This design comes from an exercise in tuning for small area, a short achievable clock period and few clock cycles per item on the open sky130 flow, not from production work.
In this exercise RTL edits were held to simulation tests only and were not proved equivalent to the original.

// ustep_ref
module ustep_ref (
    input  wire               clk,
    input  wire               rst,
    input  wire               in_valid,
    output wire               in_ready,
    input  wire        [25:0] in_pos,         
    input  wire        [1:0]  in_target,      
    input  wire        [11:0] in_run,
    input  wire        [11:0] in_hold,
    input  wire        [11:0] in_boost,
    input  wire        [7:0]  in_slew,
    input  wire               in_reverse,
    input  wire        [9:0]  in_phase_ofs,
    output reg                out_valid,
    output reg  signed [15:0] out_iref1,
    output reg  signed [15:0] out_iref2,
    output reg         [11:0] out_scale
);
==> flow/config.mk <==
export PLATFORM = sky130hd
export DESIGN_NAME = ustep_ref
export DESIGN_NICKNAME = ustep_ref
export VERILOG_FILES = /design/flow/design.v
export SDC_FILE = /design/flow/constraint.sdc
export NUM_CORES = 4
export LEC_CHECK = 0
export ABC_AREA = 1
export CAP_MARGIN = 20
export CORE_MARGIN = 2
export CORE_UTILIZATION = 40
export CTS_CLUSTER_DIAMETER = 150
export CTS_CLUSTER_SIZE = 20
export SLEW_MARGIN = 60
export SYNTH_MEMORY_MAX_BITS = 65536
==> flow/constraint.sdc <==
create_clock -name core_clock -period 22.0 [get_ports {clk}]
set_input_delay 4.4000 -clock core_clock [delete_from_list [all_inputs] [get_ports {clk}]]
set_output_delay 4.4000 -clock core_clock [all_outputs]
set_load 0.01 [all_outputs]
standard.sh (not shown) runs the stock make flow with config.mk's settings and CLKGATE_MAP_FILE= SYNTH_SCRIPT=/design/flow/synth_recipe.tcl, a recipe that flattens the netlist after the stock synthesis.
==> flow/flow/run.sh <==
#!/bin/bash
# The standard layout (standard.sh), with one change: the input and
# output port buffers are buf_2 cells instead of buffer_ports' default pick
# (clkdlybuf4s50_1), which is larger and slower. The whole ORFS output goes
# to standard.log in the work folder.
set -euo pipefail
export BUFFER_PORTS_ARGS="-buffer_cell sky130_fd_sc_hd__buf_2"
bash standard.sh > standard.log 2>&1
Testbench counts at the start, summed over its fixed seeds: cycles 24,032, items 24,000.
==> next run, changes <==
==> flow/run.sh (new file) <==
#!/bin/bash
# synth_recipe.tcl (not shown) runs the flow's synth.tcl, then flattens the netlist and writes it again
# the make line also repeats each setting of config.mk as NAME=value (left out here)
make -C /OpenROAD-flow-scripts/flow DESIGN_CONFIG=/design/flow/config.mk WORK_HOME=/design/flow/orfs CLKGATE_MAP_FILE= SYNTH_SCRIPT=/design/flow/synth_recipe.tcl finish
Settings changed: SLEW_MARGIN 60 to 70.
removed: flow/flow/run.sh
removed: flow/standard.sh
=>
- design area came out higher by 3.0%
- routed wire length came out lower by 1.9%
- register-to-register slack gets better by 0.25 ns
- via count shrinks by 0.95%
- utilization came out higher by 1.3 points
- synthesized cell count stays the same
- die area stays the same
- sequential share of layout area is lower by 0.42 points
- setup slack degrades by 0.22 ns
- cell count stays flat

* * *

Setup of run A:
Another version of the RTL of ustep_ref (not shown whole).
For scale: ~220 flip-flops, about 130 I/O pins, about 31,000 sq um of cells after synthesis.
==> flow/config.mk <==
export PLATFORM = sky130hd
export DESIGN_NAME = ustep_ref
export DESIGN_NICKNAME = ustep_ref
export VERILOG_FILES = /design/flow/design.v
export SDC_FILE = /design/flow/constraint.sdc
export NUM_CORES = 4
export LEC_CHECK = 0
export ABC_AREA = 1
export CAP_MARGIN = 20
export CORE_MARGIN = 2
export CORE_UTILIZATION = 55
export SLEW_MARGIN = 60
export SYNTH_MEMORY_MAX_BITS = 65536
==> flow/constraint.sdc <==
create_clock -name core_clock -period 22.0 [get_ports {clk}]
set_input_delay 4.4000 -clock core_clock [delete_from_list [all_inputs] [get_ports {clk}]]
set_output_delay 4.4000 -clock core_clock [all_outputs]
set_load 0.01 [all_outputs]
==> flow/flow/run.sh <==
#!/bin/bash
set -e
export BUFFER_PORTS_ARGS="-buffer_cell sky130_fd_sc_hd__buf_4"
bash standard.sh > standard.log 2>&1
Testbench counts of run A, summed over its fixed seeds: cycles 24,032, items 24,000.
> inputs changed (run A -> run B)
Settings: swapping 55 for 40 in CORE_UTILIZATION.
==> flow/flow/run.sh <==
#!/bin/bash
# The standard layout (standard.sh), with one change: the input and
# output port buffers are buf_2 cells instead of buffer_ports' default pick
# (clkdlybuf4s50_1), which is larger and slower. The whole ORFS output goes
# to standard.log in the work folder.
set -euo pipefail
export BUFFER_PORTS_ARGS="-buffer_cell sky130_fd_sc_hd__buf_2"
bash standard.sh > standard.log 2>&1
Diff run A and run B: final-layout non-clock buffer area share higher in run A
Run B vs run A: total CTS buffers up in run B
Run B -> run A: number of distinct library cells after synthesis delta 0, exact match
Diff run A..run B | proportion of cell area occupied by registers | negligible
Run B vs run A — depth of the worst register-to-register path climbed by a few percent
Comparing run A and run B, the higher routed wire length was measured on run B.
Run A -> run B: filler cell count increased by more than half
Run B vs run A: wire length on met3 down in run B
diff inputs: run B => run C
Settings: setting CTS_CLUSTER_DIAMETER to 150 for the first time; setting CTS_CLUSTER_SIZE to 20 for the first time.
A capturing instance or port of the critical path of s0_trun[7] is what run C shows, while out_iref1[13] belongs to run B.
[run C] final cell count without fillers fell 32 relative to run B
Worst hold slack ended up 16 ps lower on run C than on run B.
Status: actual transition at the worst max-transition pin parity (run C, run B)
~same critical path data arrival time in run B and run C

[what the ideal ports hide]
The flow's constraints put no driver on any port. The routed layouts listed below were extracted and timed again, unchanged, in two steps. Step 1 (the two cells are an assumption about what drives the block):
set clk [get_ports {clk}]
set_driving_cell -lib_cell sky130_fd_sc_hd__clkbuf_16 $clk
set_driving_cell -lib_cell sky130_fd_sc_hd__buf_2 [delete_from_list [all_inputs] $clk]
Step 2 also shifts input and output timing later by t, the mid clock arrival at the registers, as if the neighbouring blocks saw the same clock. Three values: no drivers, after step 1, after step 2; two values: the first two.
run | t (ns) | slack for setup (ns) | worst register clock-pin slew, ns
the first run of note 1 | 0.577 | 16.442 / 16.442 / 16.442 | 0.09 / 0.09
the second run of note 1 | 0.580 | 16.220 / 16.155 / 16.480 | 0.09 / 0.09
run A | 0.635 | 16.484 / 16.444 / 16.061 | 0.06 / 0.06
run B | 0.662 | 16.515 / 16.445 / 16.021 | 0.08 / 0.08
run C | 0.590 | 16.508 / 16.446 / 15.966 | 0.10 / 0.10
After both steps every run listed still meets setup and hold. The setup slack of run C, which loses most, moves by -0.062 ns with the drivers and by -0.542 ns with both steps.
